Background: an optimization exercise with open tools, aiming at small area, a short achievable clock period and few clock cycles per item. Do not read the settings as production practice.
Function was checked by simulation only, so behaviour that the tests miss may differ from the original.

==> run a: inputs <==
==> flow/design.v (excerpt) <==
module dec_screen (
    input  wire        clk,
    input  wire        rst,           
    input  wire        cfg_mode3,     
    input  wire [15:0] cfg_vol1,
    input  wire [15:0] cfg_vol2,
    input  wire [15:0] cfg_vol3,
    input  wire [15:0] cfg_vol4,
    input  wire [15:0] cfg_vol5,
    input  wire [15:0] cfg_vol6,
    input  wire [7:0]  cfg_werr,      
    input  wire [7:0]  cfg_w1,        
    input  wire [7:0]  cfg_w2,        
    input  wire        in_valid,
    output wire        in_ready,
    input  wire [15:0] in_cv,         
    input  wire [7:0]  in_gain,       
    input  wire [15:0] in_thr,        
    input  wire [1:0]  in_st,         
    input  wire        in_cr,         
    input  wire        in_sol,        
    input  wire        in_eol,        
    output reg         out_valid,
    input  wire        out_ready,
    output reg  [2:0]  out_level
);
    localparam NSLOT = 8;
    reg        m3;
    reg [15:0] v1, v2, v3, v4, v5, v6;
    reg [7:0]  werr, w1, w2;
    always @(posedge clk) begin
        m3 <= cfg_mode3;
        v1 <= cfg_vol1; v2 <= cfg_vol2; v3 <= cfg_vol3;
        v4 <= cfg_vol4; v5 <= cfg_vol5; v6 <= cfg_vol6;
        werr <= cfg_werr; w1 <= cfg_w1; w2 <= cfg_w2;
    end
    wire [15:0] v3e = m3 ? v3 : 16'hffff;
    wire [15:0] dn0 = v1;
    wire [15:0] dn1 = v2 - v1;
    wire [15:0] dn2 = v3e - v2;
    wire [15:0] dn3 = v4 - v3;
    wire [15:0] dn4 = v5 - v4;
    wire [15:0] dn5 = v6 - v5;
    wire [15:0] dn6 = ~v6;
    function [15:0] vol_of;
        input [2:0] lv;
        begin
            case (lv)
                3'd0: vol_of = 16'd0;
                3'd1: vol_of = v1;
                3'd2: vol_of = v2;
                3'd3: vol_of = m3 ? v3 : 16'hffff;
                3'd4: vol_of = v4;
                3'd5: vol_of = v5;
                3'd6: vol_of = v6;
  ...
make LEC_CHECK=0 ABC_AREA=1 CAP_MARGIN=20 CORE_MARGIN=2 CORE_UTILIZATION=40 SETUP_SLACK_MARGIN=2 SLEW_MARGIN=20 finish   # period 100.0 ns
run.sh (not shown) runs the stock make flow with config.mk's settings and CLKGATE_MAP_FILE= SYNTH_SCRIPT=/design/flow/synth_recipe.tcl, a recipe that flattens the netlist after the stock synthesis.
==> inputs of run b, as changes to run a <==
--- a/flow/design.v
+++ b/flow/design.v
@@ -32,26 +32,71 @@
     wire c7 = mode3 & ymax;
     wire [2:0] k = {c4, c2 & ~c4 | c6, c1 & ~c2 | c3 & ~c4 | c5 & ~c6 | c7};
     wire top = c7 | (~mode3 & c3);        
     wire [15:0] lo = c7 ? 16'hffff : c6 ? vol6 : c5 ? vol5 : c4 ? vol4 :
                      c3 ? vol3 : c2 ? vol2 : c1 ? vol1 : 16'd0;
     assign den = c6 ? den6 : c5 ? den5 : c4 ? den4 : c3 ? den3 :
                  c2 ? den2 : c1 ? den1 : den0;
-    assign r   = y - lo;
+    generate
+        if (FAST) begin : g_rf
+            assign r = y - lo;
+        end else begin : g_rs
+            dec_radd #(.W(16)) u_r (.a(y), .b(~lo), .ci(1'b1), .s(r));
+        end
+    endgenerate
     wire ge;
     generate
         if (FAST) begin : g_fast
             dec_mcmp u_mcmp (.r(r), .t(t), .den(den), .ge(ge));
         end else begin : g_small
             dec_mcmp_r u_mcmp (.r(r), .t(t), .den(den), .ge(ge));
         end
     endgenerate
     assign up    = ~top & ge;
     assign level = k + {2'b00, up};
 endmodule
+module dec_radd #(
+    parameter W = 16
+) (
+    input  wire [W-1:0] a,
+    input  wire [W-1:0] b,
+    input  wire         ci,
+    output wire [W-1:0] s
+);
+    wire [W:0] c;
+    assign c[0] = ci;
+    genvar i;
+    generate
+        for (i = 0; i < W; i = i + 1) begin : g_bit
+            assign s[i]   = a[i] ^ b[i] ^ c[i];
+            assign c[i+1] = (a[i] & b[i]) | (a[i] & c[i]) | (b[i] & c[i]);
+        end
+    endgenerate
+endmodule
+module dec_radd3 #(
+    parameter W = 16
+) (
+    input  wire [W-1:0] a,
+    input  wire [W-1:0] b,
+    input  wire [W-1:0] c,
+    output wire [W-1:0] s
+);
+    wire [W-1:0] x, y;
+    genvar i;
+    generate
+        for (i = 0; i < W; i = i + 1) begin : g_csa
+            assign x[i] = a[i] ^ b[i] ^ c[i];
+            if (i + 1 < W) begin : g_c
+                assign y[i+1] = (a[i] & b[i]) | (a[i] & c[i]) | (b[i] & c[i]);
+            end
+        end
+    endgenerate
+    assign y[0] = 1'b0;
+    dec_radd #(.W(W)) u_add (.a(x), .b(y), .ci(1'b0), .s(s));
+endmodule
 module dec_mcmp (
     input  wire [15:0] r,
     input  wire [15:0] t,
     input  wire [15:0] den,
     output wire        ge
 );
     wire m_1 = (t[0] & den[0]) ^ den[0] ^ 1'b1;
@@ -1324,19 +1369,20 @@
         m3 <= cfg_mode3;
         v1 <= cfg_vol1; v2 <= cfg_vol2; v3 <= cfg_vol3;
         v4 <= cfg_vol4; v5 <= cfg_vol5; v6 <= cfg_vol6;
         werr <= cfg_werr; w1 <= cfg_w1; w2 <= cfg_w2;
     end
     wire [15:0] v3e = m3 ? v3 : 16'hffff;
     wire [15:0] dn0 = v1;
-    wire [15:0] dn1 = v2 - v1;
-    wire [15:0] dn2 = v3e - v2;
-    wire [15:0] dn3 = v4 - v3;
-    wire [15:0] dn4 = v5 - v4;
-    wire [15:0] dn5 = v6 - v5;
+    wire [15:0] dn1, dn2, dn3, dn4, dn5;
+    dec_radd #(.W(16)) u_dn1 (.a(v2),  .b(~v1), .ci(1'b1), .s(dn1));
+    dec_radd #(.W(16)) u_dn2 (.a(v3e), .b(~v2), .ci(1'b1), .s(dn2));
+    dec_radd #(.W(16)) u_dn3 (.a(v4),  .b(~v3), .ci(1'b1), .s(dn3));
+    dec_radd #(.W(16)) u_dn4 (.a(v5),  .b(~v4), .ci(1'b1), .s(dn4));
+    dec_radd #(.W(16)) u_dn5 (.a(v6),  .b(~v5), .ci(1'b1), .s(dn5));
     wire [15:0] dn6 = ~v6;
     function [15:0] vol_of;
         input [2:0] lv;
         begin
             case (lv)
                 3'd0: vol_of = 16'd0;
                 3'd1: vol_of = v1;
@@ -1345,55 +1391,66 @@
                 3'd4: vol_of = v4;
                 3'd5: vol_of = v5;
                 3'd6: vol_of = v6;
                 default: vol_of = 16'hffff;
             endcase
         end
     endfunction
+    reg        rst_q;
+    always @(posedge clk)
+        rst_q <= rst;
     reg        in_rdy;
-    reg  [7:0] ct;
+    reg  [3:0] n_acc, n_del;
     assign     in_ready = in_rdy;
     wire       acc = in_valid & in_rdy;
     wire       del = out_valid & out_ready;
+    wire [3:0] n_fl   = n_acc - n_del;
+    wire       rdy_up = (n_fl <= NSLOT - 2);
+    wire       rdy_eq = (n_fl <= NSLOT - 1);
     always @(posedge clk) begin
-        if (acc & ~del) begin
-            ct     <= {ct[6:0], 1'b1};
-            in_rdy <= ~ct[NSLOT - 2];
-        end else if (del & ~acc) begin
-            ct     <= {1'b0, ct[7:1]};
-            in_rdy <= 1'b1;
-        end else begin
-            in_rdy <= ~ct[NSLOT - 1];
+        if (acc)
+            n_acc <= n_acc + 4'd1;
+        if (del)
+            n_del <= n_del + 4'd1;
+        if (rst_q) begin
+            n_acc <= 4'd0;
+            n_del <= 4'd0;
         end
-        if (rst) begin
-            ct     <= 8'd0;
+        if (rst)
+            in_rdy <= 1'b0;
+        else if (rst_q)
             in_rdy <= 1'b1;
-        end
+        else
+            case ({acc, del})
+                2'b10:   in_rdy <= rdy_up;
+                2'b01:   in_rdy <= 1'b1;
+                default: in_rdy <= rdy_eq;
+            endcase
     end
     reg        i_v;
     reg [15:0] i_cv, i_thr;
     reg [7:0]  i_g;
     reg [1:0]  i_st;
     reg        i_cr, i_sol, i_eol;
     always @(posedge clk) begin
-        i_v   <= acc & ~rst;
+        i_v   <= acc;                        
         i_cv  <= in_cv;
         i_g   <= in_gain;
         i_thr <= in_thr;
         i_st  <= in_st;
         i_cr  <= in_cr;
         i_sol <= in_sol;
         i_eol <= in_eol;
     end
     wire [23:0] dg;
     dec_mul16x8 u_gain (.a(i_cv), .b(i_g), .p(dg));
     reg        a_v, a_rs, a_sol, a_eol, a_dead, a_ok, a_dnz;
     reg [15:0] a_d, a_thr;
     always @(posedge clk) begin
-        a_v    <= i_v & ~rst;
+        a_v    <= i_v;
         a_d    <= dg[23] ? 16'hffff : dg[22:7];
         a_dnz  <= |dg[23:7];
         a_thr  <= i_thr;
         a_rs   <= i_cr | i_sol;
         a_sol  <= i_sol;
         a_eol  <= i_eol;
         a_dead <= i_st[0];                    
@@ -1407,22 +1464,23 @@
     wire        q1_up;
     dec_quant u_q_scr (
         .mode3(m3),
         .vol1(v1), .vol2(v2), .vol3(v3e), .vol4(v4), .vol5(v5), .vol6(v6),
         .den0(dn0), .den1(dn1), .den2(dn2), .den3(dn3), .den4(dn4), .den5(dn5), .den6(dn6),
         .y(xc), .t(a_thr), .level(q1), .r(q1_r), .den(q1_den), .up(q1_up)
     );
-    wire signed [16:0] err   = q1_up ? $signed({1'b0, q1_r}) - $signed({1'b0, q1_den})
-                                     : $signed({1'b0, q1_r});
-    wire signed [25:0] err_w = err * $signed({1'b0, werr});
-    wire signed [17:0] err_s = err_w[25:8];   
-    wire signed [15:0] e_nxt = !a_dnz                ? 16'sd0 :
-                               (err_s >  18'sd16384) ? 16'sd16384 :
-                               (err_s < -18'sd16384) ? -16'sd16384 :
-                               err_s[15:0];
+    wire [23:0] pa   = q1_r * werr;                   
+    wire [15:0] nb   = q1_den - q1_r;                 
+    wire [24:0] pm1  = {9'd0, nb} * {17'd0, werr} - 25'd1;    
+    wire [16:0] ea   = pa[23:8];                      
+    wire [15:0] qb   = pm1[23:8];                     
+    wire signed [15:0] e_a = (ea > 17'd16384) ? 16'sd16384 : $signed(ea[15:0]);
+    wire signed [15:0] e_b = pm1[24]       ? 16'sd0 :      
+                             (|qb[15:14]) ? -16'sd16384 : $signed(~qb);
+    wire signed [15:0] e_nxt = !a_dnz ? 16'sd0 : q1_up ? e_b : e_a;
     always @(posedge clk)
         if (a_v)
             e_reg <= e_nxt;
     reg        w_v   [0:2];
     reg        w_sol [0:1];
     reg        w_eol [0:2];
     reg        w_ok  [0:2];
@@ -1436,16 +1494,17 @@
     wire [23:0] p1, p2;
     dec_mul16x8 u_p1 (.a(v0), .b(w1), .p(p1));
     dec_mul16x8 u_p2 (.a(v0), .b(w2), .p(p2));
     wire [15:0] s1_0 = w0_dead ? p1[23:8] : 16'd0;
     wire [15:0] s2_0 = w0_dead ? p2[23:8] : 16'd0;
     wire        l1   = ~w_sol[0] & w_v[1];
     wire        l2   = l1 & ~w_sol[1] & w_v[2];
-    wire [17:0] yl0  = {2'b00, v0} + (l1 ? {2'b00, w1_s1} : 18'd0)
-                                   + (l2 ? {2'b00, w_s2[2]} : 18'd0);
+    wire [17:0] yl0;
+    dec_radd3 #(.W(18)) u_yl0 (.a({2'b00, v0}), .b(l1 ? {2'b00, w1_s1} : 18'd0),
+                               .c(l2 ? {2'b00, w_s2[2]} : 18'd0), .s(yl0));
     wire wfull = a_v | (w_v[0] & w_eol[0]) | (w_v[1] & w_eol[1] & ~w_v[0]);
     wire wsh   = wfull | (w_v[1] & w_eol[1]);
     reg  f_go;
     always @(posedge clk) begin
         if (wsh) begin
             w_v[2]   <= w_v[1];
             w_eol[2] <= w_eol[1];
@@ -1467,30 +1526,31 @@
             w_sol[0] <= a_sol;
             w_eol[0] <= a_eol;
             w0_dead  <= a_dead;
             w0_lvl   <= a_dnz ? q1 : 3'd0;
             w_ok[0]  <= a_ok & a_dnz;
             w_thr[0] <= a_thr;
         end
-        if (rst) begin
+        if (rst_q) begin
             w_v[0] <= 1'b0;
             w_v[1] <= 1'b0;
             w_v[2] <= 1'b0;
         end
-        f_go <= wsh & w_v[1] & ~rst;
+        f_go <= wsh & w_v[1] & ~rst_q;
     end
     wire        r1   = w_v[1] & ~w_eol[2];
     wire        r2   = r1 & w_v[0] & ~w_eol[1];
-    wire [18:0] ysum = {1'b0, w_yl[2]} + (r1 ? {3'b000, w1_s1} : 19'd0)
-                                       + (r2 ? {3'b000, s2_0} : 19'd0);
+    wire [18:0] ysum;
+    dec_radd3 #(.W(19)) u_ysum (.a({1'b0, w_yl[2]}), .b(r1 ? {3'b000, w1_s1} : 19'd0),
+                                .c(r2 ? {3'b000, s2_0} : 19'd0), .s(ysum));
     wire [15:0] yq   = (ysum[18:16] != 3'b000) ? 16'hffff : ysum[15:0];
     reg        g_v, g_ok;
     reg [15:0] g_y, g_thr;
     always @(posedge clk) begin
-        g_v   <= f_go & ~rst;
+        g_v   <= f_go & ~rst_q;
         g_ok  <= w_ok[2];
         g_y   <= yq;
         g_thr <= w_thr[2];
     end
     wire [2:0]  q2;
     wire [15:0] q2_r, q2_den;
     wire        q2_up;
@@ -1514,14 +1574,15 @@
             out_level <= q_emp ? f_lvl : qm[q_rd];
             out_valid <= ~q_emp | g_v;
             if (~q_emp)
                 q_rd <= q_rd1;
         end
         if (g_v & ~(out_free & q_emp))
             q_wr <= q_wr1;
-        if (rst) begin
-            out_valid <= 1'b0;
+        if (rst_q) begin
             q_rd <= 3'd0;
             q_wr <= 3'd0;
         end
+        if (rst | rst_q)
+            out_valid <= 1'b0;
     end
 endmodule
- CORE_UTILIZATION: 40 -> 65
- PLACE_DENSITY: unset -> 0.75
==> notes <==
Of run b and run a, run a has the higher synthesized cell count (gap about 3.8%, measured against run a).
Utilization: run b is higher than run a (27 points).
In critical path depth, run b and run a do not differ.
Against run b, the sequential cell count of run a is lower by 1.
==> figures <==
quantity                                                        run b             run a
Result of the run                                      finished clean    finished clean
Share of the yosys chip area belonging to registers             0.187             0.188
Layout Cell Area excl Fill                               0.0629 sq mm      0.0639 sq mm
M1 wire length                                              69,200 um         81,500 um
Synth Net Count                                                 8,415             8,568
Setup WS pre-CTS                                            78,620 ps         78,440 ps
Fraction of met1 tracks used by global routing                  0.541             0.358
Worst min-delay path endpoint                        a_thr[8]$_DFF_P_  a_thr[1]$_DFF_P_
Normalized max-slew margin                                      0.273             0.251
Pre-Repair DR Iteration Count                                       7                 8
Starting Density                                                0.657             0.403
Cell area after synthesis                                0.0583 sq mm      0.0580 sq mm
Ant. Diodes                                                         3                 0
Launch instance of the worst min-delay path          i_thr[8]$_DFF_P_  i_thr[1]$_DFF_P_
Testbench counts of run a, summed over its fixed seeds: cycles 31,525, items 31,469.
Testbench counts of run b, summed over its fixed seeds: cycles 31,525, items 31,469.

afterwards: timing with drivers on the ports:
Ports are ideal in the flow. The routed layouts listed here were re-timed in OpenROAD. Step 1 (the two cells are an assumption about what drives the block):
set clk [get_ports {clk}]
set_driving_cell -lib_cell sky130_fd_sc_hd__clkbuf_16 $clk
set_driving_cell -lib_cell sky130_fd_sc_hd__buf_2 [delete_from_list [all_inputs] $clk]
Step 2 times the ports against the registers' clock, not the clock port: input delays grow and output delays shrink by t, the midpoint of the rising clock arrivals with the driver on. Three values: ideal ports, drivers, drivers and shift; two values: the first two.
run | shift t [ns] | setup WS [ns] | worst setup path after step 2
run a | 0.732 | 78.445 / 78.364 / 78.412 | input to register
run b | 0.720 | 78.469 / 78.400 / 78.558 | input to register
After both steps setup and hold are still met in every run listed. For run a, which loses most, drivers alone change the setup slack by -0.081 ns; drivers and shift together by -0.033 ns.
